Background: an optimization exercise with open tools, aiming at small area, a short achievable clock period and few clock cycles per item. Do not read the settings as production practice. At most, simulation tests tie the RTL to the original design; equivalence was not proved. Only the layout flow was run in runs 6 and 7; the RTL was not checked for function there. Power and IR drop assume default switching activity.

File: design/flow/config.mk
export PLATFORM = sky130hd
export DESIGN_NAME = fpdivsqrt
export DESIGN_NICKNAME = fpdivsqrt
export VERILOG_FILES = /design/flow/design.v
export SDC_FILE = /design/flow/constraint.sdc
export NUM_CORES = 4
export LEC_CHECK = 0
export ABC_AREA = 1
export CAP_MARGIN = 20
export CORE_MARGIN = 2
export CORE_UTILIZATION = 40
export SETUP_SLACK_MARGIN = 1.9
export SLEW_MARGIN = 20
File: design/flow/constraint.sdc
create_clock -name core_clock -period 5.0 [get_ports {clk}]
set_input_delay 1.0000 -clock core_clock [delete_from_list [all_inputs] [get_ports {clk}]]
set_output_delay 1.0000 -clock core_clock [all_outputs]
set_load 0.01 [all_outputs]
File: design/flow/design.v
module fpdivsqrt (
    input  wire        clk,
    input  wire        rst,      
    input  wire        start,    
    input  wire        op,       
    input  wire [31:0] a,
    input  wire [31:0] b,
    output wire        ready,
    output reg         done,
    output reg  [31:0] result,
    output reg  [4:0]  flags
);
    localparam integer FR = 24;          
    localparam integer W  = FR + 3;      
    localparam [31:0] QNAN = 32'h7FC0_0000;
    wire        sa = a[31];
    wire        sb = b[31];
    wire [7:0]  ea = a[30:23];
    wire [7:0]  eb = b[30:23];
    wire [22:0] fa = a[22:0];
    wire [22:0] fb = b[22:0];
    wire a_zero = (ea == 8'd0);
    wire b_zero = (eb == 8'd0);
    wire a_max  = (ea == 8'hFF);
    wire b_max  = (eb == 8'hFF);
    wire a_fz   = (fa == 23'd0);
    wire b_fz   = (fb == 23'd0);
    wire a_inf  = a_max & a_fz;
    wire b_inf  = b_max & b_fz;
    wire a_nan  = a_max & ~a_fz;
    wire b_nan  = b_max & ~b_fz;
    wire a_snan = a_nan & ~fa[22];
    wire b_snan = b_nan & ~fb[22];
    reg  sp, sp_nan, sp_inf, sp_nv, sp_dz;
    always @(*) begin
        sp = 1'b1; sp_nan = 1'b0; sp_inf = 1'b0; sp_nv = 1'b0; sp_dz = 1'b0;
        if (!op) begin
            if (a_nan | b_nan) begin
                sp_nan = 1'b1; sp_nv = a_snan | b_snan;
            end else if (a_inf & b_inf) begin
                sp_nan = 1'b1; sp_nv = 1'b1;
            end else if (a_inf) begin
                sp_inf = 1'b1;
            end else if (b_inf) begin
            end else if (b_zero & a_zero) begin
                sp_nan = 1'b1; sp_nv = 1'b1;
            end else if (b_zero) begin
                sp_inf = 1'b1; sp_dz = 1'b1;
            end else if (a_zero) begin
            end else begin
                sp = 1'b0;
            end
        end else begin
            if (a_nan) begin
                sp_nan = 1'b1; sp_nv = a_snan;
            end else if (a_zero) begin
            end else if (sa) begin
                sp_nan = 1'b1; sp_nv = 1'b1;
            end else if (a_inf) begin
                sp_inf = 1'b1;
            end else begin
                sp = 1'b0;
            end
        end
    end
    wire [9:0]  div_exp = {2'b00, ea} + {2'b11, ~eb} + 10'd127;   
    wire [8:0]  sq_sum  = {1'b0, ea} + 9'd125;
    wire [9:0]  sq_exp  = {2'b00, sq_sum[8:1]};                   
    wire [24:0] sq_m1  = ea[0] ? {2'b00, fa} : {fa[22], ~fa[22], fa[21:0], 1'b0};
    wire [W-1:0] w_init = op ? {sq_m1, 2'b00} : {3'b001, fa, 1'b0};
    reg          busy;       
    reg          fin;        
    reg  [12:0]  md;         
    reg  [11:0]  ms;         
    reg          sign_q;
    reg  [9:0]   exp_q;      
    reg  [W-1:0] w;          
    reg  [W-1:0] pq;         
    reg  [25:0]  s;          
    reg          spq, spq_nan, spq_inf, spq_nv, spq_dz;
    assign ready = ~busy;
    wire   last  = md[12] | ms[11];
    reg [W-1:0] b1, b2;      
    reg [25:0]  k1, k2;      
    integer i;
    always @(*) begin
        b1 = {W{1'b0}};
        b2 = {W{1'b0}};
        k1 = 26'd0;
        k2 = 26'd0;
        for (i = 0; i < 12; i = i + 1) begin
            b1[FR-1-2*i] = ms[i];
            b2[FR-2-2*i] = ms[i];
            k1[24-2*i] = ms[i];
            k2[23-2*i] = ms[i];
        end
        for (i = 0; i < 13; i = i + 1) begin
            k1[25-2*i] = k1[25-2*i] | md[i];
            k2[24-2*i] = k2[24-2*i] | md[i];
        end
    end
    wire [W-1:0] f1n  = ~(pq | b1);
    wire [W-1:0] f2bn = ~(pq | b2);
    wire [W-1:0] f2an = ~(pq | (b1 << 1) | b2);
    wire [W+2:0] a2n  = {2'b11, f1n, 1'b1};
    wire [W+2:0] cx = {2'b00, w, 1'b1};
    wire [W+2:0] cy = a2n;
    wire [W+2:0] cz = {3'b111, f2an};
    wire [W+2:0] cs = cx ^ cy ^ cz;
    wire [W+2:0] cc = (cx & cy) | (cx & cz) | (cy & cz);
    wire [W:0]   t1;
    wire [W+1:0] t2b;
    wire [W+2:0] t2a;
    pfx_add #(W+1) u_t1  (.a({1'b0, w}), .b({1'b1, f1n}), .ci(1'b1), .s(t1));
    pfx_add #(W+2) u_t2b (.a({1'b0, w, 1'b0}), .b({2'b11, f2bn}), .ci(1'b1), .s(t2b));
    pfx_add #(W+3) u_t2a (.a(cs), .b({cc[W+1:0], 1'b1}), .ci(1'b0), .s(t2a));
    wire d1 = ~t1[W];
    wire d2 = d1 ? ~t2a[W+2] : ~t2b[W+1];
    wire [W-1:0] wa = d1 ? {t2a[W-2:0], 1'b0} : {t2b[W-2:0], 1'b0};
    wire [W-1:0] wb = !busy ? w_init : d1 ? {t1[W-3:0], 2'b00} : {w[W-3:0], 2'b00};
    wire [W-1:0] wn = (busy & d2) ? wa : wb;
    wire        sq    = (ms != 12'd0);        
    wire [25:0] s_b   = busy ? s : (op ? {1'b1, 25'd0} : 26'd0);
    wire [25:0] kb1   = busy ? k1 : 26'd0;
    wire [25:0] kb2   = busy ? k2 : 26'd0;
    wire [25:0] sn    = s_b | ({26{d1}} & kb1) | ({26{d2}} & kb2);
    wire [W-1:0] pq_b = !busy ? (op ? {2'b01, 25'd0} : {3'b001, fb, 1'b0})
                      : sq ? {1'b0, s} : pq;
    wire [W-1:0] pqn  = pq_b | {1'b0, {26{d1 & sq}} & kb1}
                             | {1'b0, {26{d2 & sq}} & kb2};
    wire        hi      = s[25];
    wire [22:0] frac    = hi ? s[24:2] : s[23:1];
    wire        rbit    = hi ? s[1] : s[0];
    wire        sticky  = (hi & s[0]) | (w != {W{1'b0}});
    wire        rinc    = rbit & (sticky | frac[0]);
    wire        inexact = rbit | sticky;
    wire [30:0] xin = {exp_q[7:0], frac};
    reg  [30:0] pa, pb;      
    integer d, n;
    always @(*) begin
        pa = {xin[29:0], 1'b1};
        for (d = 1; d < 31; d = d * 2) begin
            pb = pa;
            for (n = d; n < 31; n = n + 1)
                if ((n / d) % 2 == 1)
                    pb[n] = pa[n] & pa[(n / d) * d - 1];
            pa = pb;
        end
    end
    wire [30:0] inc = xin ^ (pa & {31{rinc}});
    wire uf      = exp_q[9] | (exp_q == 10'd0);
    wire of_big  = ~exp_q[9] & (exp_q[8] | (exp_q[7:0] == 8'hFF));
    wire of_rnd  = (exp_q == 10'd254) & rinc & (&frac);
    reg [31:0] rnd_res;
    reg [4:0]  rnd_flg;
    always @(*) begin
        if (spq) begin
            rnd_res = spq_nan ? QNAN : {sign_q, spq_inf ? 8'hFF : 8'h00, 23'd0};
            rnd_flg = {3'b000, spq_dz, spq_nv};
        end else if (uf) begin
            rnd_res = {sign_q, 31'd0};
            rnd_flg = 5'b11000;
        end else if (of_big) begin
            rnd_res = {sign_q, 8'hFF, 23'd0};
            rnd_flg = 5'b10100;
        end else begin
            rnd_res = {sign_q, inc};
            rnd_flg = {inexact, 1'b0, of_rnd, 2'b00};
        end
    end
    always @(posedge clk) begin
        if (rst) begin
            busy <= 1'b0;
            fin  <= 1'b0;
            done <= 1'b0;
        end else begin
            done <= fin;
            if (!busy) begin
                busy <= start & ~sp;
                fin  <= start & sp;
            end else begin
                busy <= ~last;
                fin  <= last;
            end
        end
        result <= rnd_res;
        w      <= wn;
        s      <= sn;
        pq     <= pqn;
        flags  <= rnd_flg;
        if (!busy) begin
            md      <= {12'd0, ~op};
            ms      <= {11'd0, op};
            sign_q  <= op ? sa : (sa ^ sb);
            exp_q   <= op ? {1'b0, sq_exp} : div_exp;
            spq     <= sp;
            spq_nan <= sp_nan;
            spq_inf <= sp_inf;
            spq_nv  <= sp_nv;
            spq_dz  <= sp_dz;
        end else begin
            md <= md << 1;
            ms <= ms << 1;
            if (md[1] | ms[1]) exp_q <= exp_q + {9'd0, s[25]};
        end
    end
endmodule
module pfx_add #(
    parameter integer N = 8
) (
    input  wire [N-1:0] a,
    input  wire [N-1:0] b,
    input  wire         ci,
    output wire [N-1:0] s
);
    reg [N-1:0] g, p, gn, pn;
    integer d, i;
    always @(*) begin
        g = a & b;
        p = a ^ b;
        for (d = 1; d < N; d = d * 2) begin
            gn = g;
            pn = p;
            for (i = d; i < N; i = i + 1) begin
                if ((i / d) % 2 == 1) begin
                    gn[i] = g[i] | (p[i] & g[(i / d) * d - 1]);
                    pn[i] = p[i] & p[(i / d) * d - 1];
                end
            end
            g = gn;
            p = pn;
        end
    end
    wire [N-1:0] c = {g[N-2:0] | (p[N-2:0] & {(N-1){ci}}), ci};
    assign s = a ^ b ^ c;
endmodule
File: design/flow/flow/run.sh
#!/bin/bash
# The standard layout (the standard.sh) with these changes:
#  - port buffers are the smallest buffer, sky130_fd_sc_hd__buf_1, which the
#    resizer may still upsize where timing or slew needs it;
#  - clock tree synthesis builds the tree from small clock buffers and
#    inserts no dummy loads.
# make's full output goes to run_make.log in this folder; ORFS's own per-step
# logs are under orfs/logs/.
set -euo pipefail
bash standard.sh \
  "BUFFER_PORTS_ARGS=-buffer_cell sky130_fd_sc_hd__buf_1" \
  "CTS_ARGS=-sink_clustering_enable -repair_clock_nets -dont_use_dummy_load -buf_list {sky130_fd_sc_hd__clkbuf_2 sky130_fd_sc_hd__clkbuf_4 sky130_fd_sc_hd__clkbuf_8}" \
  finish > run_make.log 2>&1
File: design/flow/standard.sh
#!/bin/bash
# synth_recipe.tcl (not shown) runs the flow's synth.tcl, then flattens the netlist and writes it again
# the make line also repeats each setting of config.mk as NAME=value (left out here)
make -C /OpenROAD-flow-scripts/flow DESIGN_CONFIG=/design/flow/config.mk WORK_HOME=/design/flow/orfs CLKGATE_MAP_FILE= SYNTH_SCRIPT=/design/flow/synth_recipe.tcl "${@:-finish}"
==> summary.md, run 1 <==
| Metric | Value |
|---|---|
| Achievable Freq | `327.3 MHz` |
| Die Ht | `189.7 µm` |
| Ports | `107` |
| IO buf count | `106` |
| Number of flops mapped to enable cells by yosys | `16` |
| Final Cell Area | `around 16000 µm²` |
| Yosys top cell by area | `dfxtp_1` |
| Placed insts | `2653` |
| Share of cells above drive strength 1 | `a little under a tenth` |
| Largest net degree at the start of global routing | `49` |
| Async set or reset register ratio after synthesis | `0%` |
| Drt pass-1 iters | `6` |
| Hold_ws | `443.4 ps` |
| Buf/Inv on CP | `3` |
| Setup-failing EPs final | `0` |
| Tot Pwr | `approximately 9000 µW` |
| Root buffer cell | `clkbuf_8` |
| CTS tree | `yes` |
| Leak | `around 0.0074 µW` |
| Critical Path Sink Type | `flop` |
| Critical path arrival | `3400 ps` |
| Mapped Cells | `about 2100` |
| Layout Cells excl Fill | `2702` |
| Worst-path clk slew | `around 90 ps` |
| Core Rows | `68` |
| Vias per cell | `5.322` |
| Slew at the pin closest to its max-slew limit | `approximately 1100 ps` |
| Cell family with most CP delay | `adder cells` |
| Max_cap viols | `0` |
| Commonest non-fill, non-tap cell in the layout | `nand2_1` |
| Slew headroom | `25.51%` |
| Area grow syn2layout | `12.57%` |
| GP Congestion | `approximately 0.95` |
| Core Region | `34290 µm²` |
| Post-DP HPWL | `34430 µm` |
| Yosys reg bits | `159` |
| DRC viols | `0` |
| Int Power | `between 4000 and 5000 µW` |
| Sequential share of power | `about 20%` |
| Power Dens Cells | `about 580 nW/µm²` |
| Worst VDD drop | `0.0002399 V` |
| Via count | `14380` |
| Clock sinks | `159` |
| Combinational power share | `a little under three quarters` |
| Syn nets | `2342` |
| Final worst path period share | `61.10%` |
| Initial Util | `roughly two fifths` |
| Post-route ant nets | `0` |
| Sequential cell area | `3374 µm²` |
| RSZ-0062 raised after global routing | `yes` |
| Multi-input logic area | `9220 µm²` |
| Layout Skew | `between 20 and 30 ps` |
| Area share of the largest cell type after synthesis | `20.74%` |
| FILL cells | `roughly 3600` |
| Startpoint Class | `flop` |
| Initial antenna violation count | `1` |
| Setup CP Type | `reg2reg` |
| Post-DP Area | `14580 µm²` |
| TNS Setup | `0 ps` |
| Critical path, cell by cell | `nor2_4, inv_1, fa_1, inv_1, ha_1, nand2_1, nor4_2, nand2_1, nand2_2, inv_2, fa_2, o21ai_1, nand2_1, nand2_1` |
| CTS Buf Count | `17` |
| Status | `timing/DRC/antenna clean` |
| Yosys cell types | `59` |
| Avg Cell Area, Syn | `6.443 µm²` |
| Maximum buffer depth of the clock tree | `2` |
| Die width | `189.7 µm` |
| Seq/Total Area, Yosys | `around a quarter` |
| Grt ovf | `0` |
| Die ar. | `roughly 36000 µm²` |
| Synth area leaders | `dfxtp_1 21%, nand2_1 14%, inv_1 9.2%, ha_1 9.1%, o21ai_0 6.2%` |
| Yosys warns | `4` |
| Post-layout min period | `3055 ps` |
| Worst-Skew Late Latency | `~470 ps` |
| Final Hold Fails | `0` |
| Synth Cell Area | `13800 µm²` |
| Hold Crit Class | `reg2reg` |
| Routed WL per cell | `16.92 µm` |
| Most used cell, CP | `nand2_1` |
| Worst endpoint required time | `about 5300 ps` |
| Vias in the first global route | `13230` |
| NetSw | `4783 µW` |
| Final nets | `2448` |
| Max stage delay on crit path | `approximately 580 ps` |
| CP max-delay cell | `fa_2` |
| Total track usage | `25.10%` |
| DR iter-0 viols | `1187` |
| Switching share of power | `~53%` |
| H-tree levels | `4` |
| Hold buffers post-CTS | `0` |
| First-pass GRT wire length | `71490 µm` |
| Predominant post-synthesis flop cell | `dfxtp_1` |
| Reg2Reg Setup Slack | `1940 ps` |
| Most frequent cells in the layout | `505 x nand2_1, 336 x inv_1, 165 x nor2_1` |
| Max-slew violation total from the final report | `0` |
| WL final | `45710 µm` |
| Clock share of power | `about 8.3%` |
| Crit Path Max Fanout | `3` |
[cells in the mapped netlist, drive strengths merged (5+ instances only)]
cell and n:
nand2 531, or2 10, nor2 197, nand4 28, o21a 5, edfxtp 16, dfxtp 143, o21ai 197
ha 100, nor4 12, a21oi 155, nor3 20, a21o 7, xor2 24, fa 32, a22oi 10
buf 36, a31oi 7, o21bai 34, inv 347, clkbuf 28, nand3 153, xnor2 12, o22ai 6
a211oi 5
[repair_timing]
item | 4_1_cts | 5_1_grt
buffers inserted | 16 | 10
setup endpoints to repair | 78 | 78
gates cloned | 4 | 1
pin swaps | 12 | 24
gates resized for setup | 42 | 81
[through the flow]
stage	worst slack, ps	util (%)
2_1_floorplan	1905	-
3_3_place_gp	1209	42.51
3_5_place_dp	1116	42.51
4_1_cts	1886	44.23
5_1_grt	1831	45.31
6_report	1945	45.31
[sequential cells by signal (all words and copies together), names as in the netlist, 5 cells and up]
| signal | cells |
|---|---|
| pq | 26 |
| s | 26 |
| md | 13 |
| exp_q | 10 |
| w | 26 |
| ms | 12 |
| result | 32 |
| flags | 5 |
[metal layers]
metal / vias to the layer above / global-route usage, % / part of all wire, %
met5: - / 0 / 0
met1: 6642 / 35.45 / 46
met4: 0 / 8.855 / 3.9
li1: 7146 / - / -
met3: 85 / 2.693 / 6.4
met2: 507 / 39.72 / 43
[cell type report]
type,instances,area share [%]
tap,455,3.665
clock buffer,17,1.506
antenna,1,0.01611
sequential,159,21.72
inverter,349,8.513
multi-input combinational,1573,59.35
timing repair buffer,148,5.227
[power groups by stage]
stage | sequential (µW) | clock (µW) | combinational (µW)
detailed placement | 1800 | 0 | 5460
CTS | 1780 | 756 | 6030
global placement | 1810 | 0 | 5400
global route | 1820 | 803 | 7140
finish | 1790 | 743 | 6420
floorplan | 1700 | 0 | 4240
[worst min-delay path: cells and delay by family (launching register included)]
kind | cells | cell delay [ps]
buf+inv | 1 | 40
simple gates | 1 | 30
flops | 1 | 310
[path summary, 6_finish.rpt]
kind	startpoint	end	cells past startpoint
max	pq[7]	w[17]	14
min	fin	done	2
max reg2reg	pq[7]	w[17]	14
min reg2reg	fin	done	2
[logic make-up (layout without fill, tap and decap cells)]
group	after synthesis	count (layout)	share of synthesized area, %
other	0	1	0
XOR/XNOR	36	36	2.285
adder cells (fa/ha/maj)	132	132	13.71
buffers and inverters	413	514	12.00
AO/OA/AOI/OAI	442	442	17.81
flip-flops	159	159	24.22
AND/OR/NAND/NOR	960	963	29.97
Testbench counts, summed over its fixed seeds: cycles 162,076, ops 12,000.
==> inputs of run 2 (changes only) <==
--- a/design/flow/config.mk
+++ b/design/flow/config.mk
@@ -11,3 +11,3 @@
 export CORE_UTILIZATION = 40
-export SETUP_SLACK_MARGIN = 1.9
+export SETUP_SLACK_MARGIN = 1.7
 export SLEW_MARGIN = 20
==> summary.md, run 2 <==
| Metric | Value |
|---|---|
| WL final | `45270 µm` |
| Final Hold Fails | `0` |
| Combinational power share | `71.2%` |
| Post-route ant nets | `0` |
| Synth top cells by count | `516 x nand2_1, 340 x inv_1, 185 x nor2_1` |
| Post-layout min period | `3142 ps` |
| GP Congestion | `0.9355` |
| Hold buffers post-CTS | `0` |
| H-tree levels | `4` |
| Clock sinks | `159` |
| TNS Setup | `0 ps` |
| Async set or reset register ratio after synthesis | `0%` |
| Startpoint Class | `flop` |
| Crit Path Max Fanout | `13` |
| Mapped Cells | `2142` |
| Worst endpoint required time | `between 5000 and 6000 ps` |
| Status | `timing/DRC/antenna clean` |
| FILL cells | `3626` |
| Via count | `14180` |
| Final Cell Area | `around 15000 µm²` |
| Root buffer cell | `clkbuf_8` |
| Sequential share of power | `20.3%` |
| Final worst path period share | `a little over three fifths` |
| Syn nets | `roughly 2300` |
| Int Power | `4177 µW` |
| DR iter-0 viols | `1239` |
| Max_cap viols | `0` |
| Initial antenna violation count | `1` |
| Yosys warns | `4` |
| Most frequent cells in the layout | `512 x nand2_1, 339 x inv_1, 169 x nor2_1` |
| Slew at the pin closest to its max-slew limit | `1044 ps` |
| Die ar. | `36000 µm²` |
| Worst-Skew Late Latency | `470 ps` |
| Share of cells above drive strength 1 | `7.168%` |
| Max-slew violation total from the final report | `0` |
| Critical Path Sink Type | `flop` |
| Die Ht | `roughly 190 µm` |
| CTS Buf Count | `17` |
| Post-DP HPWL | `33750 µm` |
| Initial Util | `40.25%` |
| Die width | `189.7 µm` |
| Vias per cell | `roughly 5.2` |
| Critical path arrival | `3490 ps` |
| Area share of the largest cell type after synthesis | `~21%` |
| Synth Cell Area | `13800 µm²` |
| Yosys reg bits | `roughly 160` |
| Slew headroom | `30.41%` |
| Avg Cell Area, Syn | `6.443 µm²` |
| Power Dens Cells | `575.9 nW/µm²` |
| DRC viols | `0` |
| Switching share of power | `52.96%` |
| Total track usage | `between 20% and 30%` |
| Synth area leaders | `dfxtp_1 21%, nand2_1 14%, inv_1 9.2%, ha_1 9.1%, o21ai_0 6.2%` |
| NetSw | `4702 µW` |
| Number of flops mapped to enable cells by yosys | `16` |
| Clock share of power | `8.5%` |
| Setup CP Type | `reg2reg` |
| Predominant post-synthesis flop cell | `dfxtp_1` |
| Top-count cell post-synth | `nand2_1` |
| First-pass GRT wire length | `70520 µm` |
| Drt pass-1 iters | `6` |
| Leak | `0.007394 µW` |
| Area grow syn2layout | `11.70%` |
| Final nets | `approximately 2400` |
| Worst VDD drop | `0.0003521 V` |
| Yosys cell types | `59` |
| Worst-path clk slew | `80 ps` |
| Yosys top cell by area | `dfxtp_1` |
| CTS tree | `yes` |
| RSZ-0062 raised after global routing | `yes` |
| Maximum buffer depth of the clock tree | `2` |
| Largest net degree at the start of global routing | `66` |
| Commonest non-fill, non-tap cell in the layout | `nand2_1` |
| Core Rows | `~70` |
| Routed WL per cell | `16.75 µm` |
| Ports | `107` |
| IO buf count | `106` |
| Post-DP Area | `14520 µm²` |
| Vias in the first global route | `12980` |
| Seq/Total Area, Yosys | `24.22%` |
| Grt ovf | `0` |
| Max FFs per register | `32` |
| Core Region | `approximately 34000 µm²` |
| Final design utilization | `44.96%` |
| Most flops, register | `result` |
| Hold Crit Class | `reg2reg` |
| Setup-failing EPs final | `0` |
| Layout Skew | `27.15 ps` |
| Achievable Freq | `318.3 MHz` |
run 2: changes by cell type in the layout (fill, tap and decap cells not counted), sizes merged:
cell,change
buf,-2
bufbuf,-1
clkinv,+1
inv,+1
nand3,+1
run 2: routing by layer:
layer | vias to the layer above | GRT usage, % | wire (µm)
met5 | - | 0 | 0
met4 | 0 | 7.275 | 1345
met3 | 65 | 3.376 | 2847
met2 | 532 | 39.34 | 19710
met1 | 6424 | 35.05 | 21360
li1 | 7154 | - | -
run 2: cells by family after synthesis:
family / synth area share (%)
adder cells (fa/ha/maj): 13.71
flip-flops: 24.22
XOR/XNOR: 2.285
AO/OA/AOI/OAI: 17.81
buffers and inverters: 12.00
AND/OR/NAND/NOR: 29.97
run 2: power by group through the flow:
stage	Combinational (µW)	Clock, µW	Sequential, µW
floorplan	4200	0	1700
global placement	5310	0	1810
detailed placement	5360	0	1820
CTS	5780	763	1790
global route	7070	807	1830
finish	6320	750	1800
run 2: cell type report:
| type | count | area, µm² | area share [%] |
|---|---|---|---|
| diodes | 1 | 2.502 | 0.01623 |
| clock buffers | 17 | 234.0 | 1.518 |
| inverters | 349 | 1323 | 8.579 |
| multi-input cells | 1574 | 9076 | 58.88 |
| flip-flops and latches | 159 | 3351 | 21.74 |
| well taps | 455 | 569.3 | 3.693 |
| repair buffers | 145 | 843.3 | 5.470 |
| repair inverters | 2 | 17.52 | 0.1136 |
run 2: final timing paths:
check / start / to / slack (ps) / cells past startpoint
worst max-delay path: ms[7] / pq[24] / 1860 / 17
worst min-delay path: fin / done / 420 / 2
worst max register to register: ms[7] / pq[24] / 1860 / 17
worst min register to register: fin / done / 420 / 2
run 2: per-stage QoR:
step | hold slack [ps] | total power, µW | instances | setup slack [ps]
global route | 433.0 | 9706 | 2702 | 1655
detailed placement | 409.0 | 7175 | 2651 | 997.5
global placement | 422.1 | 7122 | 2651 | 1059
CTS | 417.3 | 8334 | 2682 | 1711
finish | 423.8 | 8878 | 2702 | 1858
floorplan | 388.3 | 5900 | 2142 | 1664
run 2: critical path, cell delays in order, from the launching register on:
cell and delay (ps):
dfxtp_1 360, nor2_2 230, nand2_1 110, fa_1 510, inv_1 70, ha_1 200
a21oi_1 250, o21ai_2 110, a21oi_1 160, nand2_2 130, a21oi_2 200, nand2_4 90
buf_12 140, nand2_8 100, nor2_4 50, buf_12 160, nand2_1 60, nand3_1 60
run 2: repair_timing:
item                       in CTS  in global routing
setup buffers                  11                 14
pin swaps                       7                 16
gates cloned                    3                  5
setup endpoints to repair      77                 64
resized for setup              19                 51
==> inputs of run 3 (changes only) <==
--- a/design/flow/config.mk
+++ b/design/flow/config.mk
@@ -11,3 +11,3 @@
 export CORE_UTILIZATION = 40
-export SETUP_SLACK_MARGIN = 1.7
+export SETUP_SLACK_MARGIN = 2.2
 export SLEW_MARGIN = 20
==> summary.md, run 3 <==
| Metric | Value |
|---|---|
| Status | `timing/DRC/antenna clean` |
| Critical path, cell by cell | `inv_1, fa_1, ha_1, a21oi_2, o21ai_4, nand2_1, nand3_2, nand2_1, nand2_1, a21oi_4, nand2_4, buf_12, nand2_8, nor2_4, buf_12, nand2_4, nand3_2` |
| Hold buffers post-CTS | `0` |
| Maximum buffer depth of the clock tree | `2` |
| Async set or reset register ratio after synthesis | `0%` |
| Layout Cells excl Fill | `approximately 2700` |
| Achievable Freq | `335.4 MHz` |
| Area grow syn2layout | `18.96%` |
| WL final | `46050 µm` |
| Worst-Skew Late Latency | `480 ps` |
| Die Ht | `189.7 µm` |
| Avg Cell Area, Syn | `6.443 µm²` |
| Critical path arrival | `3330 ps` |
| Post-DP HPWL | `33500 µm` |
| Seq/Total Area, Yosys | `between 20% and 30%` |
| RSZ-0062 raised after global routing | `yes` |
| FILL cells | `3491` |
| TNS Setup | `0 ps` |
| Yosys cell types | `around 60` |
| Area share of the largest cell type after synthesis | `20.74%` |
| Initial Util | `around 40%` |
| Crit Path Max Fanout | `7` |
| Placed insts | `2651` |
| Yosys warns | `4` |
| Combinational power share | `74.6%` |
| Leak | `a little under 0.008 µW` |
| Core Region | `34290 µm²` |
| Die ar. | `about 36000 µm²` |
| Core Rows | `approximately 70` |
| Vias in the first global route | `13170` |
| CP max-delay cell | `fa_1` |
| Synth top cells by count | `516 x nand2_1, 340 x inv_1, 185 x nor2_1` |
| IO buf count | `106` |
| Clock sinks | `159` |
| Worst endpoint required time | `5340 ps` |
| Post-route ant nets | `0` |
| H-tree levels | `4` |
| Layout Skew | `approximately 27 ps` |
| Switching share of power | `52.51%` |
| Yosys reg bits | `159` |
| Total track usage | `24.82%` |
| Largest net degree at the start of global routing | `63` |
| Predominant post-synthesis flop cell | `dfxtp_1` |
| GP Congestion | `0.9219` |
| Most frequent cells in the layout | `460 x nand2_1, 326 x inv_1, 161 x nor2_1` |
| Root buffer cell | `clkbuf_8` |
| Vias per cell | `~5.3` |
| Synth Cell Area | `13800 µm²` |
| Worst-path clk slew | `70 ps` |
| Mapped Cells | `2142` |
| First-pass GRT wire length | `70410 µm` |
| Initial antenna violation count | `1` |
| Max-slew violation total from the final report | `0` |
| Clock share of power | `7.4%` |
| Final worst path period share | `59.63%` |
| DRC viols | `0` |
| Grt ovf | `0` |
| Slew headroom | `33.12%` |
| Setup-failing EPs final | `0` |
| Commonest non-fill, non-tap cell in the layout | `nand2_1` |
| Startpoint Class | `flop` |
| Yosys top cell by area | `dfxtp_1` |
| Tot Pwr | `9994 µW` |
| Worst VDD drop | `0.0002819 V` |
| Power Dens Cells | `608.8 nW/µm²` |
| Sequential share of power | `~18%` |
| Die width | `189.7 µm` |
| Top-count cell post-synth | `nand2_1` |
| NetSw | `5248 µW` |
| Max FFs per register | `32` |
| Final Hold Fails | `0` |
| Share of cells above drive strength 1 | `14.40%` |
| CTS Buf Count | `17` |
| Drt pass-1 iters | `7` |
| Number of flops mapped to enable cells by yosys | `16` |
| Setup CP Type | `reg2reg` |
| Via count | `14480` |
| Slew at the pin closest to its max-slew limit | `around 1000 ps` |
| Max_cap viols | `0` |
| Syn nets | `2342` |
| Final nets | `2473` |
| Hold Crit Class | `reg2reg` |
| Most flops, register | `result` |
| Critical Path Sink Type | `flop` |
| Most used cell, CP | `nand2_1` |
| Ports | `about 110` |
| Post-layout min period | `2981 ps` |
| CTS tree | `yes` |
| Synth area leaders | `dfxtp_1 21%, nand2_1 14%, inv_1 9.2%, ha_1 9.1%, o21ai_0 6.2%` |
| Max stage delay on crit path | `470 ps` |
| Routed WL per cell | `16.89 µm` |
| Int Power | `4747 µW` |
| DR iter-0 viols | `1288` |
run 3: logic make-up (layout without fill, tap and decap cells):
group | count (synthesis) | in the layout | synth area share (%)
AOI/OAI and AO/OA | 442 | 442 | 17.81
xor gates and xnor gates | 36 | 36 | 2.285
adders and majority gates | 132 | 132 | 13.71
buffers and inverters | 413 | 535 | 12.00
DFF | 159 | 159 | 24.22
other | 0 | 1 | 0
and+or+nand+nor | 960 | 967 | 29.97
run 3: what timing repair did:
item	4_1_cts	5_1_grt
gates cloned	10	3
setup buffers	28	17
pin swaps	39	41
resized for setup	148	115
endpoints found under the setup margin	82	92
run 3: power groups by stage:
stage / sequential, µW / combinational (µW) / clock [µW]
finish: 1800 / 7460 / 736
global route: 1820 / 8180 / 789
CTS: 1780 / 6690 / 748
detailed placement: 1800 / 5450 / 0
global placement: 1800 / 5400 / 0
floorplan: 1700 / 4300 / 0
run 3: per-stage QoR:
step | setup WS [ps] | cell area [µm²] | hold WS, ps | utilization (%)
floorplan | 2051 | 13930 | 388.3 | -
global placement | 1418 | 14610 | 411.0 | 42.62
detailed placement | 1366 | 14610 | 420.1 | 42.62
CTS | 2083 | 15800 | 425.6 | 46.07
global route | 1916 | 16420 | 447.3 | 47.88
finish | 2019 | 16420 | 433.4 | 47.88
run 3: final timing paths:
kind                            slack (ps)  depth (start not counted)     end    from
worst max-delay path                  2020                         17  pq[24]  pq[19]
worst max register to register        2020                         17  pq[24]  pq[19]
worst min register to register         430                          2    done     fin
worst min-delay path                   430                          2    done     fin
run 3: critical path: cells and delay by family (launching register included):
| kind | cells | cell delay, ps |
|---|---|---|
| simple gates | 9 | 690 |
| fa+ha+maj | 2 | 860 |
| compound gates | 3 | 440 |
| buf+inv | 3 | 440 |
| flops | 1 | 440 |
run 3: per-layer routing:
layer | wire length, µm | track usage, % | up-vias
li1 | - | - | 7230
met1 | 21450 | 35.12 | 6650
met2 | 20340 | 39.17 | 529
met3 | 2721 | 3.025 | 72
met4 | 1550 | 8.229 | 0
met5 | 0 | 0 | -
run 3: layout make-up:
type	instances	area, µm²	share of cell area, %
Antenna cell	1	2.502	0.01524
Clock buffer	17	234.0	1.425
Inverter	349	1339	8.155
Multi-Input combinational cell	1577	9736	59.30
Sequential cell	159	3382	20.60
Tap cell	455	569.3	3.468
Timing Repair Buffer	166	1106	6.737
Timing Repair inverter	3	48.80	0.2972
==> inputs of run 4 (changes only) <==
--- a/design/flow/config.mk
+++ b/design/flow/config.mk
@@ -11,3 +11,3 @@
 export CORE_UTILIZATION = 40
-export SETUP_SLACK_MARGIN = 2.2
+export SETUP_SLACK_MARGIN = 2.0
 export SLEW_MARGIN = 20
==> summary.md, run 4 <==
| Metric | Value |
|---|---|
| Die width | `189.7 µm` |
| Post-route ant nets | `0` |
| CTS Buf Count | `17` |
| XOR/XNOR Fraction of Synth Area | `under 10%` |
| Area share of the largest cell type after synthesis | `20.74%` |
| Critical Path Sink Type | `flop` |
| Drt pass-1 iters | `5` |
| Worst-path clk slew | `80 ps` |
| Worst r2r src | `ms[7]` |
| Place WS | `1289 ps` |
| Int Power | `4114 µW` |
| Die ar. | `36000 µm²` |
| Final Cell Area | `15380 µm²` |
| Largest family of logic cells by synthesized area | `simple AND/OR/NAND/NOR gates` |
| Switching share of power | `a little over half` |
| TNS Setup | `0 ps` |
| Yosys reg bits | `159` |
| Sequential share of power | `20.2%` |
| Max-slew violation total from the final report | `0` |
| Synth Cell Area | `13800 µm²` |
| Commonest non-fill, non-tap cell in the layout | `nand2_1` |
| Leak | `about 0.0073 µW` |
| Final Hold Fails | `0` |
| GP Congestion | `0.9541` |
| CTS tree | `yes` |
| Initial Util | `40.25%` |
| Worst endpoint required time | `5350 ps` |
| Slew headroom | `34.44%` |
| Core Region | `34290 µm²` |
| Max_cap viols | `0` |
| Max FFs per register | `32` |
| Sequential cell area | `around 3400 µm²` |
| Compound-Gate Fraction of Synth Area | `approximately 18%` |
| Final worst path period share | `60.58%` |
| Synth Area in Simple Gates | `between 20% and 30%` |
| Ports | `approximately 110` |
| Area grow syn2layout | `11.41%` |
| Hold Path Origin | `fin` |
| Largest net degree at the start of global routing | `60` |
| Critical path, cell by cell | `or2_4, or2_4, fa_1, inv_2, ha_4, nand2_4, nor4_4, nand2_2, nand2_4, inv_2, fa_2, o21ai_1, nand2_1, nand2_1` |
| Startpoint Class | `flop` |
| Cell family with most CP delay | `adder cells` |
| Hold Crit Class | `reg2reg` |
| Vias in the first global route | `13000` |
| Buf/Inv on CP | `2` |
| Vias per cell | `5.225` |
| Setup CP Type | `reg2reg` |
| Most flops, register | `result` |
| Top-count cell post-synth | `nand2_1` |
| Synth top cells by count | `516 x nand2_1, 340 x inv_1, 185 x nor2_1` |
| Post-DP HPWL | `34220 µm` |
| Predominant post-synthesis flop cell | `dfxtp_1` |
| Via count | `14040` |
| First-pass GRT wire length | `70280 µm` |
| Multi-input logic area | `between 9000 and 10000 µm²` |
| Grt ovf | `0` |
| Critical path arrival | `3380 ps` |
| Diodes inserted | `0` |
| Yosys cell types | `just under 60` |
| Share of cells above drive strength 1 | `7.661%` |
| Async set or reset register ratio after synthesis | `0%` |
| Worst-Skew Late Latency | `roughly 470 ps` |
| Final nets | `2434` |
| DRC viols | `0` |
| Seq/Total Area, Yosys | `about a quarter` |
| CP max-delay cell | `fa_2` |
| Power Dens Cells | `574.7 nW/µm²` |
| Synth area leaders | `dfxtp_1 21%, nand2_1 14%, inv_1 9.2%, ha_1 9.1%, o21ai_0 6.2%` |
| Crit path from | `ms[7]` |
| Yosys top cell by area | `dfxtp_1` |
| Max stage delay on crit path | `~540 ps` |
| Root buffer cell | `clkbuf_8` |
| H-tree levels | `4` |
| Clock sinks | `159` |
| Core Rows | `68` |
| FILL cells | `3632` |
| NetSw | `4722 µW` |
| Post-DP Area | `14580 µm²` |
| Setup WS post-layout | `1971 ps` |
| Combinational power share | `71.4%` |
| Post-layout min period | `3029 ps` |
| Status | `timing/DRC/antenna clean` |
| Number of flops mapped to enable cells by yosys | `16` |
| Worst VDD drop | `0.0002657 V` |
| Most frequent cells in the layout | `508 x nand2_1, 337 x inv_1, 168 x nor2_1` |
| Die Ht | `roughly 190 µm` |
| Initial antenna violation count | `0` |
| Adder-cell area share of the yosys netlist | `13.71%` |
| Layout Skew | `approximately 34 ps` |
| WL final | `44470 µm` |
| Maximum buffer depth of the clock tree | `2` |
| Mapped Cells | `2142` |
| Syn nets | `2342` |
| DR iter-0 viols | `1164` |
| Post-synthesis mux area share | `0%` |
| Avg Cell Area, Syn | `6.443 µm²` |
| RSZ-0062 raised after global routing | `yes` |
| Crit Path Max Fanout | `4` |
| Yosys warns | `4` |
| Hold buffers post-CTS | `0` |
| Setup-failing EPs final | `0` |
| Slew at the pin closest to its max-slew limit | `982.2 ps` |
| Total track usage | `between 20% and 30%` |
| Routed WL per cell | `approximately 17 µm` |
| IO buf count | `106` |
| Clock share of power | `roughly 8.4%` |
| Achievable Freq | `between 300 and 400 MHz` |
-- run 4: power by group through the flow --
stage | sequential [µW] | combinational, µW | clock (µW)
after CTS | 1770 | 6060 | 752
after floorplan | 1700 | 4250 | 0
final | 1780 | 6310 | 741
after detailed placement | 1800 | 5450 | 0
after global routing | 1810 | 7060 | 804
after global placement | 1800 | 5430 | 0
-- run 4: what timing repair did --
action                     in CTS  in global routing
buffers inserted               11                  2
gates resized for setup        56                 39
cloned                          3                  1
pin swaps                      14                  5
setup endpoints to repair      79                 78
-- run 4: routing by layer --
layer | up-vias | GRT usage, % | share of wire (%)
met4 | 0 | 7.752 | 3.1
met5 | - | 0 | 0
met2 | 461 | 38.93 | 43
li1 | 7118 | - | -
met1 | 6409 | 35.15 | 48
met3 | 52 | 3.560 | 6.2
-- run 4: logic make-up (layout without fill, tap and decap cells) --
| family | after synthesis | count (layout) |
|---|---|---|
| AND/OR/NAND/NOR | 960 | 963 |
| AO/OA/AOI/OAI | 442 | 442 |
| buffers and inverters | 413 | 500 |
| flip-flops | 159 | 159 |
| adder cells (fa/ha/maj) | 132 | 132 |
| XOR/XNOR | 36 | 36 |
-- run 4: per-stage QoR --
stage	cells	utilization (%)	power, µW	hold slack, ps
global route	2687	44.84	9678	430.7
CTS	2684	44.35	8580	410.8
finish	2687	44.84	8836	412.1
floorplan	2142	-	5956	388.3
detailed placement	2653	42.52	7252	408.2
global placement	2653	42.52	7233	414.1
-- run 4: tightest hold or removal path: stages, from the launching register on --
cell and delay [ps]:
dfxtp_1 300, inv_1 50, nor2_1 30
-- run 4: final timing paths --
check / endpoint / slack (ps) / cells past startpoint
max: w[17] / 1970 / 14
min: done / 410 / 2
max reg2reg: w[17] / 1970 / 14
min reg2reg: done / 410 / 2
-- run 4: layout make-up --
class / count / area share [%]
timing repair buffer: 134 / 4.630
inverter: 349 / 8.617
tap: 455 / 3.702
clock buffer: 17 / 1.522
multi-input combinational: 1573 / 59.71
sequential: 159 / 21.82
==> inputs of run 5 (changes only) <==
--- a/design/flow/config.mk
+++ b/design/flow/config.mk
@@ -10,3 +10,3 @@
 export CORE_MARGIN = 2
-export CORE_UTILIZATION = 40
+export CORE_UTILIZATION = 50
 export SETUP_SLACK_MARGIN = 2.0
==> summary.md, run 5 <==
| Metric | Value |
|---|---|
| Status | `timing/DRC/antenna clean` |
| First-pass GRT wire length | `71480 µm` |
| Clock sinks | `159` |
| Core Rows | `60` |
| IO buf count | `106` |
| Reg2Reg Setup Slack | `1940 ps` |
| Predominant post-synthesis flop cell | `dfxtp_1` |
| Core Region | `27030 µm²` |
| Share of cells above drive strength 1 | `roughly an eighth` |
| Yosys top cell by area | `dfxtp_1` |
| Worst-Skew Late Latency | `460 ps` |
| Clock share of power | `7.7%` |
| Vias per cell | `5.600` |
| Hold buffers post-CTS | `0` |
| DR iter-0 viols | `between 1000 and 1500` |
| Switching share of power | `53.40%` |
| Post-DP HPWL | `34270 µm` |
| Initial antenna violation count | `0` |
| Initial Util | `roughly half` |
| Commonest non-fill, non-tap cell in the layout | `nand2_1` |
| Total track usage | `31.68%` |
| Mapped Cells | `2142` |
| Synth Cell Area | `13800 µm²` |
| Area grow syn2layout | `15.10%` |
| Avg Cell Area, Syn | `6.443 µm²` |
| Top-count cell post-synth | `nand2_1` |
| Maximum buffer depth of the clock tree | `2` |
| Worst endpoint required time | `roughly 5300 ps` |
| Die width | `roughly 170 µm` |
| Root buffer cell | `clkbuf_8` |
| Vias in the first global route | `between 10000 and 15000` |
| Power Dens Cells | `599.8 nW/µm²` |
| Grt ovf | `0` |
| TNS Setup | `0 ps` |
| Final nets | `2464` |
| Crit path from | `pq[14]` |
| Routed WL per cell | `18.23 µm` |
| Sequential share of power | `18.9%` |
| CTS Buf Count | `17` |
| Most flops, register | `result` |
| GP Congestion | `0.9735` |
| Layout Cells excl Fill | `2603` |
| FILL cells | `between 2000 and 3000` |
| Final Hold Fails | `0` |
| Achievable Freq | `326.5 MHz` |
| Yosys warns | `4` |
| Synth area leaders | `dfxtp_1 21%, nand2_1 14%, inv_1 9.2%, ha_1 9.1%, o21ai_0 6.2%` |
| Drt pass-1 iters | `6` |
| Hold Crit Class | `reg2reg` |
| Critical Path Sink Type | `flop` |
| Die ar. | `28950 µm²` |
| Worst-path clk slew | `80 ps` |
| Int Power | `4440 µW` |
| Die Ht | `170.1 µm` |
| Max FFs per register | `32` |
| Setup-failing EPs final | `0` |
| Place WS | `965.2 ps` |
| Tot Pwr | `9527 µW` |
| Max-slew violation total from the final report | `0` |
| Post-route ant nets | `0` |
| Synth top cells by count | `516 x nand2_1, 340 x inv_1, 185 x nor2_1` |
| Slew headroom | `roughly 32%` |
| Syn nets | `between 2000 and 2500` |
| Final worst path period share | `61.26%` |
| Worst r2r src | `pq[14]` |
| Critical path arrival | `around 3400 ps` |
| Number of flops mapped to enable cells by yosys | `16` |
| Yosys reg bits | `between 150 and 200` |
| Async set or reset register ratio after synthesis | `0%` |
| Worst reg2reg path depth | `13` |
| Crit Path Max Fanout | `7` |
| Largest net degree at the start of global routing | `71` |
| Layout Skew | `41.71 ps` |
| CTS tree | `yes` |
| Setup WS post-layout | `roughly 1900 ps` |
| Worst VDD drop | `0.0003187 V` |
| Most frequent cells in the layout | `462 x nand2_1, 333 x inv_1, 165 x nor2_1` |
| Yosys cell types | `59` |
| DRC viols | `0` |
| RSZ-0062 raised after global routing | `yes` |
| Seq/Total Area, Yosys | `24.22%` |
| Area share of the largest cell type after synthesis | `20.74%` |
| Post-layout min period | `3063 ps` |
| Diodes inserted | `0` |
| Leak | `around 0.0076 µW` |
| Via count | `14580` |
| Slew at the pin closest to its max-slew limit | `1016 ps` |
| Startpoint Class | `flop` |
| Setup CP Type | `reg2reg` |
| R2R Path End | `w[8]` |
| Max_cap viols | `0` |
| Ports | `107` |
| H-tree levels | `4` |
| Critical path destination | `w[8]` |
| Combinational power share | `73.4%` |
| Placed insts | `between 2000 and 3000` |
| WL final | `roughly 47000 µm` |
| NetSw | `5087 µW` |
==> run 5: cell counts after synthesis <==
No cell type changed its count.
==> run 5: per-layer routing <==
| layer | up-vias | track usage [%] | routed length, µm |
|---|---|---|---|
| met3 | 87 | 3.698 | 3675 |
| met5 | - | 0 | 0 |
| met2 | 651 | 49.65 | 20760 |
| met1 | 6654 | 46.21 | 21560 |
| met4 | 0 | 7.990 | 1462 |
| li1 | 7185 | - | - |
==> run 5: stage by stage <==
| stage | hold WS [ps] | util, % | area (µm²) |
|---|---|---|---|
| final | 412.0 | 58.77 | 15880 |
| after global routing | 442.8 | 58.77 | 15880 |
| after CTS | 413.1 | 55.94 | 15120 |
| after detailed placement | 404.1 | 53.33 | 14410 |
| after global placement | 399.0 | 53.33 | 14410 |
| after floorplan | 388.3 | - | 13870 |
==> run 5: repair_timing <==
| item | 4_1_cts | 5_1_grt |
|---|---|---|
| hold endpoints to repair | 0 | 0 |
| setup endpoints to repair | 79 | 80 |
| buffers inserted | 21 | 18 |
| pin swaps | 17 | 58 |
| gates cloned | 4 | 7 |
| resized for setup | 62 | 141 |
==> run 5: worst min path at each step <==
stage / slack (ps) / depth (start not counted) / start / end
floorplan: 390 / 2 / fin / done
global placement: 400 / 2 / fin / done
detailed placement: 400 / 2 / fin / done
CTS: 410 / 2 / fin / done
global route: 440 / 2 / fin / done
finish: 410 / 2 / fin / done
==> run 5: cells by family after synthesis <==
family	Yosys count	synth area share (%)
compound gates	442	17.81
xor+xnor	36	2.285
buf+inv	413	12.00
simple gates	960	29.97
fa+ha+maj	132	13.71
flops	159	24.22
==> run 5: final cells by class <==
type	instances	area [µm²]	share of cell area (%)
Clock buffer	17	234.0	1.473
Inverter	349	1328	8.358
Multi-Input combinational cell	1576	9500	59.81
Sequential cell	159	3376	21.25
Tap cell	341	426.7	2.686
Timing Repair Buffer	158	975.9	6.144
Timing Repair inverter	3	43.79	0.2757
==> run 5: worst max-delay path, cell delays in order, from the launching register on <==
cell and delay, ps:
dfxtp_1 490, inv_1 160, fa_1 500, ha_1 360, nand2_2 110, nor4_4 290, nand2_2 110, nand2_4 120
a21oi_4 80, nand2_4 120, buf_4 170, nand3_4 210, nand2_2 160, nand2_2 50
==> run 5: power by group through the flow <==
stage	sequential, µW	clock, µW	combinational (µW)
2_1_floorplan	1700	0	4250
3_3_place_gp	1810	0	5360
3_5_place_dp	1810	0	5410
4_1_cts	1780	742	6110
5_1_grt	1830	790	7690
6_report	1800	737	6990
==> inputs of run 6 (changes only) <==
--- a/design/flow/design.v
+++ b/design/flow/design.v
@@ -77,3 +77,3 @@
     reg  [W-1:0] w;          
-    reg  [W-1:0] pq;         
+    reg  [W-1:0] pn;         
     reg  [25:0]  s;          
@@ -101,31 +101,26 @@
     end
-    wire [W-1:0] f1n  = ~(pq | b1);
-    wire [W-1:0] f2bn = ~(pq | b2);
-    wire [W-1:0] f2an = ~(pq | (b1 << 1) | b2);
-    wire [W+2:0] a2n  = {2'b11, f1n, 1'b1};
-    wire [W+2:0] cx = {2'b00, w, 1'b1};
-    wire [W+2:0] cy = a2n;
-    wire [W+2:0] cz = {3'b111, f2an};
-    wire [W+2:0] cs = cx ^ cy ^ cz;
-    wire [W+2:0] cc = (cx & cy) | (cx & cz) | (cy & cz);
-    wire [W:0]   t1;
-    wire [W+1:0] t2b;
-    wire [W+2:0] t2a;
-    pfx_add #(W+1) u_t1  (.a({1'b0, w}), .b({1'b1, f1n}), .ci(1'b1), .s(t1));
-    pfx_add #(W+2) u_t2b (.a({1'b0, w, 1'b0}), .b({2'b11, f2bn}), .ci(1'b1), .s(t2b));
-    pfx_add #(W+3) u_t2a (.a(cs), .b({cc[W+1:0], 1'b1}), .ci(1'b0), .s(t2a));
-    wire d1 = ~t1[W];
-    wire d2 = d1 ? ~t2a[W+2] : ~t2b[W+1];
-    wire [W-1:0] wa = d1 ? {t2a[W-2:0], 1'b0} : {t2b[W-2:0], 1'b0};
-    wire [W-1:0] wb = !busy ? w_init : d1 ? {t1[W-3:0], 2'b00} : {w[W-3:0], 2'b00};
-    wire [W-1:0] wn = (busy & d2) ? wa : wb;
-    wire        sq    = (ms != 12'd0);        
-    wire [25:0] s_b   = busy ? s : (op ? {1'b1, 25'd0} : 26'd0);
-    wire [25:0] kb1   = busy ? k1 : 26'd0;
-    wire [25:0] kb2   = busy ? k2 : 26'd0;
-    wire [25:0] sn    = s_b | ({26{d1}} & kb1) | ({26{d2}} & kb2);
-    wire [W-1:0] pq_b = !busy ? (op ? {2'b01, 25'd0} : {3'b001, fb, 1'b0})
-                      : sq ? {1'b0, s} : pq;
-    wire [W-1:0] pqn  = pq_b | {1'b0, {26{d1 & sq}} & kb1}
-                             | {1'b0, {26{d2 & sq}} & kb2};
+    wire [W-1:0] f1n  = pn & ~b1;
+    wire [W-1:0] f2bn = pn & ~b2;
+    wire [W-1:0] f2an = pn & ~(b1 << 1) & ~b2;
+    wire [W-1:0] cx = {w[W-2:0], 1'b1};
+    wire [W-1:0] cy = {f1n[W-2:0], 1'b1};
+    wire [W-1:0] cz = f2an;
+    wire [W-1:0] cs = cx ^ cy ^ cz;
+    wire [W-1:0] cc = (cx & cy) | (cx & cz) | (cy & cz);
+    wire [W-1:0] t1, t2b, t2a;
+    pfx_add #(W) u_t1  (.a(w), .b(f1n), .ci(1'b1), .s(t1));
+    pfx_add #(W) u_t2b (.a({w[W-2:0], 1'b0}), .b(f2bn), .ci(1'b1), .s(t2b));
+    pfx_add #(W) u_t2a (.a(cs), .b({cc[W-2:0], 1'b1}), .ci(1'b0), .s(t2a));
+    wire d1 = ~t1[W-1];
+    wire d2 = d1 ? ~t2a[W-1] : ~t2b[W-1];
+    reg [W-1:0] wn;
+    always @(*) begin
+        case ({d1, d2})
+            2'b11:   wn = {t2a[W-2:0], 1'b0};
+            2'b10:   wn = {t1[W-3:0], 2'b00};
+            2'b01:   wn = {t2b[W-2:0], 1'b0};
+            default: wn = {w[W-3:0], 2'b00};
+        endcase
+    end
+    wire [25:0] sn = s | (d1 ? k1 : 26'd0) | (d2 ? k2 : 26'd0);
     wire        hi      = s[25];
@@ -144,4 +139,3 @@
             for (n = d; n < 31; n = n + 1)
-                if ((n / d) % 2 == 1)
-                    pb[n] = pa[n] & pa[(n / d) * d - 1];
+                pb[n] = pa[n] & pa[n-d];
             pa = pb;
@@ -186,5 +180,2 @@
         result <= rnd_res;
-        w      <= wn;
-        s      <= sn;
-        pq     <= pqn;
         flags  <= rnd_flg;
@@ -195,2 +186,5 @@
             exp_q   <= op ? {1'b0, sq_exp} : div_exp;
+            w       <= w_init;
+            pn      <= op ? ~{2'b01, 25'd0} : ~{3'b001, fb, 1'b0};
+            s       <= op ? {1'b1, 25'd0} : 26'd0;
             spq     <= sp;
@@ -203,2 +197,5 @@
             ms <= ms << 1;
+            w  <= wn;
+            s  <= sn;
+            if (ms != 12'd0) pn <= ~{1'b0, sn};
             if (md[1] | ms[1]) exp_q <= exp_q + {9'd0, s[25]};
--- a/design/flow/config.mk
+++ b/design/flow/config.mk
@@ -10,4 +10,4 @@
 export CORE_MARGIN = 2
-export CORE_UTILIZATION = 50
-export SETUP_SLACK_MARGIN = 2.0
+export CORE_UTILIZATION = 40
+export SETUP_SLACK_MARGIN = 1.5
 export SLEW_MARGIN = 20
==> summary.md, run 6 <==
| Metric | Value |
|---|---|
| Status | `timing/DRC/antenna clean` |
| Layout Skew | `42.10 ps` |
| Most frequent cells in the layout | `546 x nand2_1, 402 x inv_1, 184 x nor2_1` |
| Critical path, cell by cell | `inv_2, nor2_4, nand2_2, fa_1, inv_2, ha_4, nand2_4, inv_4, nand2_4, nor3_4, nand2_2, nand2_4, nand2_4, nand2_4, nand2_4, nand2_4, nand2_8, nand2_8, buf_12, a21oi_2, nor2_1, nor2_1` |
| Synth top cells by count | `561 x nand2_1, 407 x inv_1, 192 x nor2_1` |
| Share of cells above drive strength 1 | `7.905%` |
| Die Ht | `190.9 µm` |
| CTS Buf Count | `17` |
| Seq/Total Area, Yosys | `25.79%` |
| Core Region | `34460 µm²` |
| First-pass GRT wire length | `70490 µm` |
| Vias in the first global route | `~13000` |
| Worst-path clk slew | `about 100 ps` |
| TNS Setup | `0 ps` |
| Hold Crit Class | `reg2reg` |
| Post-route ant nets | `0` |
| Final Hold Fails | `0` |
| Async set or reset register ratio after synthesis | `0%` |
| Die width | `around 190 µm` |
| Yosys cell types | `60` |
| Max stage delay on crit path | `580 ps` |
| Max FFs per register | `32` |
| Maximum buffer depth of the clock tree | `2` |
| Yosys warns | `2` |
| RSZ-0062 raised after global routing | `yes` |
| Worst-Skew Late Latency | `around 470 ps` |
| Critical Path Sink Type | `flop` |
| Final design utilization | `45.49%` |
| Die ar. | `36450 µm²` |
| Core Rows | `just under 70` |
| Clock sinks | `~160` |
| Most flops, register | `result` |
| Setup CP Type | `reg2reg` |
| Syn nets | `2357` |
| H-tree levels | `4` |
| Startpoint Class | `flop` |
| Post-DP Area | `approximately 15000 µm²` |
| Area grow syn2layout | `12.16%` |
| GP Congestion | `between 0.9 and 1` |
| Worst endpoint required time | `5180 ps` |
| Critical Path Stages | `22` |
| Final Cell Area | `15670 µm²` |
| IO buf count | `106` |
| Root buffer cell | `clkbuf_8` |
| Number of flops mapped to enable cells by yosys | `42` |
| Worst VDD drop | `roughly 0.00038 V` |
| FILL cells | `roughly 3700` |
| Largest net degree at the start of global routing | `between 60 and 70` |
| DR iter-0 viols | `1192` |
| Ports | `107` |
| Depth of the worst hold-timing path | `2` |
| Setup WS post-layout | `about 1600 ps` |
| Synth Cell Area | `roughly 14000 µm²` |
| Buf/Inv on CP | `4` |
| Critical path arrival | `3570 ps` |
| Yosys reg bits | `roughly 160` |
| Achievable Freq | `roughly 290 MHz` |
| Worst reg2reg path depth | `22` |
| Synth area leaders | `dfxtp_1 17%, nand2_1 15%, inv_1 11%, edfxtp_1 9.0%, ha_1 8.7%` |
| Commonest non-fill, non-tap cell in the layout | `nand2_1` |
| Setup-failing EPs final | `0` |
| Grt ovf | `0` |
| Post-DP HPWL | `35110 µm` |
| Leak | `0.007838 µW` |
| Crit Path Max Fanout | `7` |
| Predominant post-synthesis flop cell | `dfxtp_1` |
| Yosys top cell by area | `dfxtp_1` |
| Max_cap viols | `0` |
| Mapped Cells | `2160` |
| CP max-delay cell | `fa_1` |
| Final nets | `2476` |
| Total track usage | `24.88%` |
| Cell family with most CP delay | `simple AND/OR/NAND/NOR gates` |
| WL final | `45480 µm` |
| Final worst path period share | `67.81%` |
| Slew at the pin closest to its max-slew limit | `approximately 1100 ps` |
| Diodes inserted | `0` |
| Routed WL per cell | `16.65 µm` |
| Most used cell, CP | `nand2_4` |
| Avg Cell Area, Syn | `6.470 µm²` |
| Hold_ws | `407.6 ps` |
| Initial Util | `40.56%` |
| Top-count cell post-synth | `nand2_1` |
| Vias per cell | `5.200` |
| DRC viols | `0` |
| Hold buffers post-CTS | `0` |
| Area share of the largest cell type after synthesis | `around 17%` |
| Power Dens Cells | `between 500 and 600 nW/µm²` |
| Initial antenna violation count | `1` |
| Drt pass-1 iters | `6` |
| Post-layout min period | `3390 ps` |
| CTS tree | `yes` |
| Via count | `14210` |
| Place WS | `884.5 ps` |
| Max-slew violation total from the final report | `0` |
| Slew headroom | `28.71%` |
## run 6: layout make-up
class / instances / area (µm²) / share of cell area (%)
multi-input combinational: 1536 / 8904 / 56.81
timing repair buffer: 150 / 780.7 / 4.981
tap: 455 / 569.3 / 3.632
clock buffer: 17 / 234.0 / 1.493
sequential: 159 / 3611 / 23.04
inverter: 415 / 1575 / 10.05
## run 6: through the flow
step | power (µW) | std cells
6_report | 9271 | 2732
5_1_grt | 10110 | 2732
4_1_cts | 8723 | 2708
3_5_place_dp | 7550 | 2683
3_3_place_gp | 7490 | 2683
2_1_floorplan | 6150 | 2160
## run 6: routing by layer
| layer | vias to the layer above | share of wire (%) | GRT usage, % |
|---|---|---|---|
| met5 | - | 0.024 | 0 |
| met4 | 2 | 2.9 | 7.722 |
| met3 | 72 | 5.6 | 3.378 |
| met2 | 445 | 46 | 41.44 |
| met1 | 6559 | 46 | 33.33 |
| li1 | 7128 | - | - |
## run 6: timing repair
action | 4_1_cts | 5_1_grt
setup endpoints to repair | 77 | 77
cloned | 3 | 0
pin swaps | 4 | 24
setup buffers | 5 | 24
resized for setup | 26 | 65
## run 6: worst paths after layout
path | startpoint | end | slack [ps]
max | pn[8] | pn[1] | 1610
min | fin | done | 410
max reg2reg | pn[8] | pn[1] | 1610
min reg2reg | fin | done | 410
## run 6: report_power, final
group | internal [µW] | switching (µW)
registers | 1510 | 252
logic | 2350 | 4390
clock network | 301 | 462
## run 6: logic make-up (layout without fill, tap and decap cells)
logic type                 Yosys count  in the layout  share of synthesized area (%)
DFF                                159            159                          25.79
xor gates and xnor gates            42             42                          2.632
AOI/OAI and AO/OA                  302            302                          12.11
and+or+nand+nor                   1060           1063                          33.29
adders and majority gates          129            129                          13.27
buffers and inverters              468            582                          12.92
## run 6: worst register-to-register path: cells and delay by family (launching register included)
| kind | cells | cell delay [ps] |
|---|---|---|
| compound gates | 1 | 40 |
| fa+ha+maj | 2 | 860 |
| buf+inv | 4 | 300 |
| flops | 1 | 430 |
| simple gates | 15 | 1460 |
==> inputs of run 7 (changes only) <==
--- a/design/flow/design.v
+++ b/design/flow/design.v
@@ -217,2 +217,3 @@
         p = a ^ b;
+        g[0] = g[0] | (p[0] & ci);
         for (d = 1; d < N; d = d * 2) begin
@@ -230,4 +231,3 @@
     end
-    wire [N-1:0] c = {g[N-2:0] | (p[N-2:0] & {(N-1){ci}}), ci};
-    assign s = a ^ b ^ c;
+    assign s = a ^ b ^ {g[N-2:0], ci};
 endmodule
==> summary.md, run 7 <==
| Metric | Value |
|---|---|
| Status | `timing/DRC/antenna clean` |
| Layout Skew | `33.92 ps` |
| TNS Setup | `0 ps` |
| Met3 WL | `2587 µm` |
| Largest net degree at the start of global routing | `56` |
| Startpoint Class | `flop` |
| Hold Crit Class | `reg2reg` |
| Combinational power share | `72.1%` |
| Vias per cell | `5.189` |
| Highest metal used | `met4` |
| Die ar. | `35070 µm²` |
| GP Congestion | `roughly 0.94` |
| Initial Util | `40.37%` |
| Vias in the first global route | `12720` |
| Multi-input logic area | `8466 µm²` |
| Synth Cell Area | `13440 µm²` |
| Worst-Skew Late Latency | `460 ps` |
| Diodes inserted | `0` |
| Yosys cell types | `62` |
| CP max-delay cell | `fa_1` |
| Post-layout min period | `3425 ps` |
| Routed WL per cell | `16.99 µm` |
| Commonest non-fill, non-tap cell in the layout | `nand2_1` |
| WL final | `between 40000 and 50000 µm` |
| Final Cell Area | `15170 µm²` |
| Synth top cells by count | `490 x nand2_1, 358 x inv_1, 122 x nor2_1` |
| Most flops, register | `result` |
| H-tree levels | `4` |
| Slew at the pin closest to its max-slew limit | `roughly 950 ps` |
| CTS Buf Count | `17` |
| Slew headroom | `35.99%` |
| Number of flops mapped to enable cells by yosys | `42` |
| NetSw | `4747 µW` |
| Via count | `13210` |
| Met1 Wirelength | `19560 µm` |
| Most frequent cells in the layout | `476 x nand2_1, 350 x inv_1, 115 x nand3_1` |
| Setup CP Type | `reg2reg` |
| Mapped Cells | `between 1500 and 2000` |
| Yosys warns | `2` |
| Final Hold Fails | `0` |
| Worst-path clk slew | `about 90 ps` |
| Critical path, cell by cell | `buf_4, fa_1, ha_4, nand2_1, nand2_1, nand2_2, nand2_2, nand2_1, nand2_2, a21oi_2, nand2_1, nand2_2, nand2_4, nand2_8, clkinvlp_4, nand3_1, nand3_1, nor2_1, nor2_1` |
| Hold buffers post-CTS | `0` |
| Met2 WL post-DR | `19430 µm` |
| Clock sinks | `about 160` |
| Die Ht | `187.3 µm` |
| FILL cells | `3531` |
| Yosys top cell by area | `dfxtp_1` |
| Ports | `107` |
| Clock share of power | `8.3%` |
| Area share of the largest cell type after synthesis | `between 10% and 20%` |
| Setup WS post-layout | `around 1600 ps` |
| Yosys reg bits | `159` |
| Final worst path period share | `68.50%` |
| Syn nets | `2166` |
| Sequential cell area | `approximately 3600 µm²` |
| DR iter-0 viols | `923` |
| CTS tree | `yes` |
| Crit Path Max Fanout | `8` |
| Place WS | `approximately 1100 ps` |
| Post-DP Area | `14230 µm²` |
| Max-slew violation total from the final report | `0` |
| Async set or reset register ratio after synthesis | `0%` |
| Worst VDD drop | `0.0003411 V` |
| Die width | `187.3 µm` |
| Drt pass-1 iters | `6` |
| Avg Cell Area, Syn | `6.841 µm²` |
| Maximum buffer depth of the clock tree | `2` |
| Post-route ant nets | `0` |
| Synth area leaders | `dfxtp_1 17%, nand2_1 14%, inv_1 10%, edfxtp_1 9.4%, ha_1 8.8%` |
| Total track usage | `24.28%` |
| Max_cap viols | `0` |
| Setup-failing EPs final | `0` |
| Worst endpoint required time | `5330 ps` |
| Critical Path Sink Type | `flop` |
| Predominant post-synthesis flop cell | `dfxtp_1` |
| Core Region | `33280 µm²` |
| Post-DP HPWL | `33370 µm` |
| Area grow syn2layout | `12.91%` |
| Leak | `0.007364 µW` |
| Seq/Total Area, Yosys | `26.82%` |
| Switching share of power | `about 53%` |
| Achievable Freq | `slightly below 300 MHz` |
| DRC viols | `0` |
| Share of cells above drive strength 1 | `11.54%` |
| Sequential share of power | `19.7%` |
| First-pass GRT wire length | `67070 µm` |
| Core Rows | `67` |
| RSZ-0062 raised after global routing | `yes` |
| Int Power | `4265 µW` |
| Grt ovf | `0` |
| Max FFs per register | `32` |
| Root buffer cell | `clkbuf_8` |
| Final nets | `2301` |
| Top-count cell post-synth | `nand2_1` |
| Power Dens Cells | `between 500 and 600 nW/µm²` |
| IO buf count | `106` |
| Critical path arrival | `3750 ps` |
| Initial antenna violation count | `1` |
| Max stage delay on crit path | `around 560 ps` |
==> run 7: final cells by class <==
| cell class | count | share of cell area (%) |
|---|---|---|
| timing repair buffer | 159 | 5.922 |
| clock buffer | 17 | 1.542 |
| inverter | 371 | 9.229 |
| sequential | 159 | 23.81 |
| multi-input combinational | 1391 | 55.80 |
| tap | 448 | 3.695 |
==> run 7: worst paths after layout <==
kind | to | start | cells past startpoint | slack [ps]
setup reg to reg | w[24] | pn[16] | 19 | 1570
hold reg to reg | done | fin | 2 | 410
hold / removal | done | fin | 2 | 410
setup / recovery | w[24] | pn[16] | 19 | 1570
==> run 7: critical path: cells and delay by family (launching register included) <==
kind                       cells  cell delay [ps]
and+or+nand+nor               14             1350
buffers and inverters          2              470
AOI/OAI and AO/OA              1              180
adders and majority gates      2              780
DFF                            1              510
==> run 7: logic make-up after synthesis <==
kind of cell	count (synthesis)	synth area share [%]
and+or+nand+nor	887	29.61
buffers and inverters	419	12.41
AOI/OAI and AO/OA	328	14.09
DFF	159	26.82
adders and majority gates	134	14.66
xor gates and xnor gates	37	2.412
==> run 7: through the flow <==
step | util, % | hold slack, ps | std cells | power (µW)
CTS | 43.85 | 412.8 | 2510 | 8067
global route | 45.58 | 423.6 | 2545 | 9757
finish | 45.58 | 411.1 | 2545 | 9012
detailed placement | 42.75 | 400.6 | 2483 | 7042
global placement | 42.75 | 405.6 | 2483 | 6983
floorplan | - | 388.3 | 1964 | 5693
==> run 7: per-layer routing <==
layer	global-route usage, %	up-vias
met5	0	-
li1	-	6577
met2	39.42	421
met4	9.493	0
met1	32.99	6118
met3	2.889	89
==> run 7: repair_timing <==
item                                   in CTS  in global routing
setup endpoints to repair                  72                 61
pin swaps                                   3                 13
endpoints found under the hold margin       0                  0
cloned                                      3                  3
buffers inserted                            7                 32
resized for setup                           8                 62
==> run 7: power by group through the flow <==
stage | clock network, µW | logic (µW) | registers (µW)
final | 744 | 6490 | 1770
after global routing | 802 | 7160 | 1800
after CTS | 760 | 5530 | 1770
after detailed placement | 0 | 5240 | 1800
after global placement | 0 | 5180 | 1800
after floorplan | 0 | 3980 | 1710

==> port drivers added, routing unchanged <==
The flow's constraints put no driver on any port. The routed layouts listed below were extracted and timed again, unchanged, in two steps. Step 1: set_driving_cell puts a clkbuf_16 on clk and a buf_2 on each other input, an assumption about the parent block. Step 2 also shifts input and output timing later by t, the mid clock arrival at the registers, as if the neighbouring blocks saw the same clock. Three values: ideal ports, drivers, drivers and shift; two values: the first two.
| run | shift t [ns] | setup WS [ns] | slew at the worst register clock pin (ns) | worst data-port slew with drivers (ns) |
|---|---|---|---|---|
| run 1 | 0.501 | 1.945 / 1.945 / 1.495 | 0.09 / 0.09 | 0.09 |
| run 2 | 0.500 | 1.858 / 1.858 / 1.392 | 0.09 / 0.09 | 0.09 |
| run 3 | 0.514 | 2.019 / 2.019 / 1.757 | 0.10 / 0.10 | 0.09 |
| run 4 | 0.505 | 1.971 / 1.971 / 1.603 | 0.10 / 0.10 | 0.08 |
| run 5 | 0.482 | 1.937 / 1.937 / 1.686 | 0.11 / 0.11 | 0.06 |
| run 6 | 0.494 | 1.610 / 1.610 / 1.311 | 0.11 / 0.11 | 0.04 |
| run 7 | 0.486 | 1.575 / 1.575 / 1.361 | 0.10 / 0.10 | 0.04 |
After both steps setup and hold are still met in every run listed. The setup slack of run 2, which loses most, moves by 0.000 ns with the drivers and by -0.466 ns with both steps.
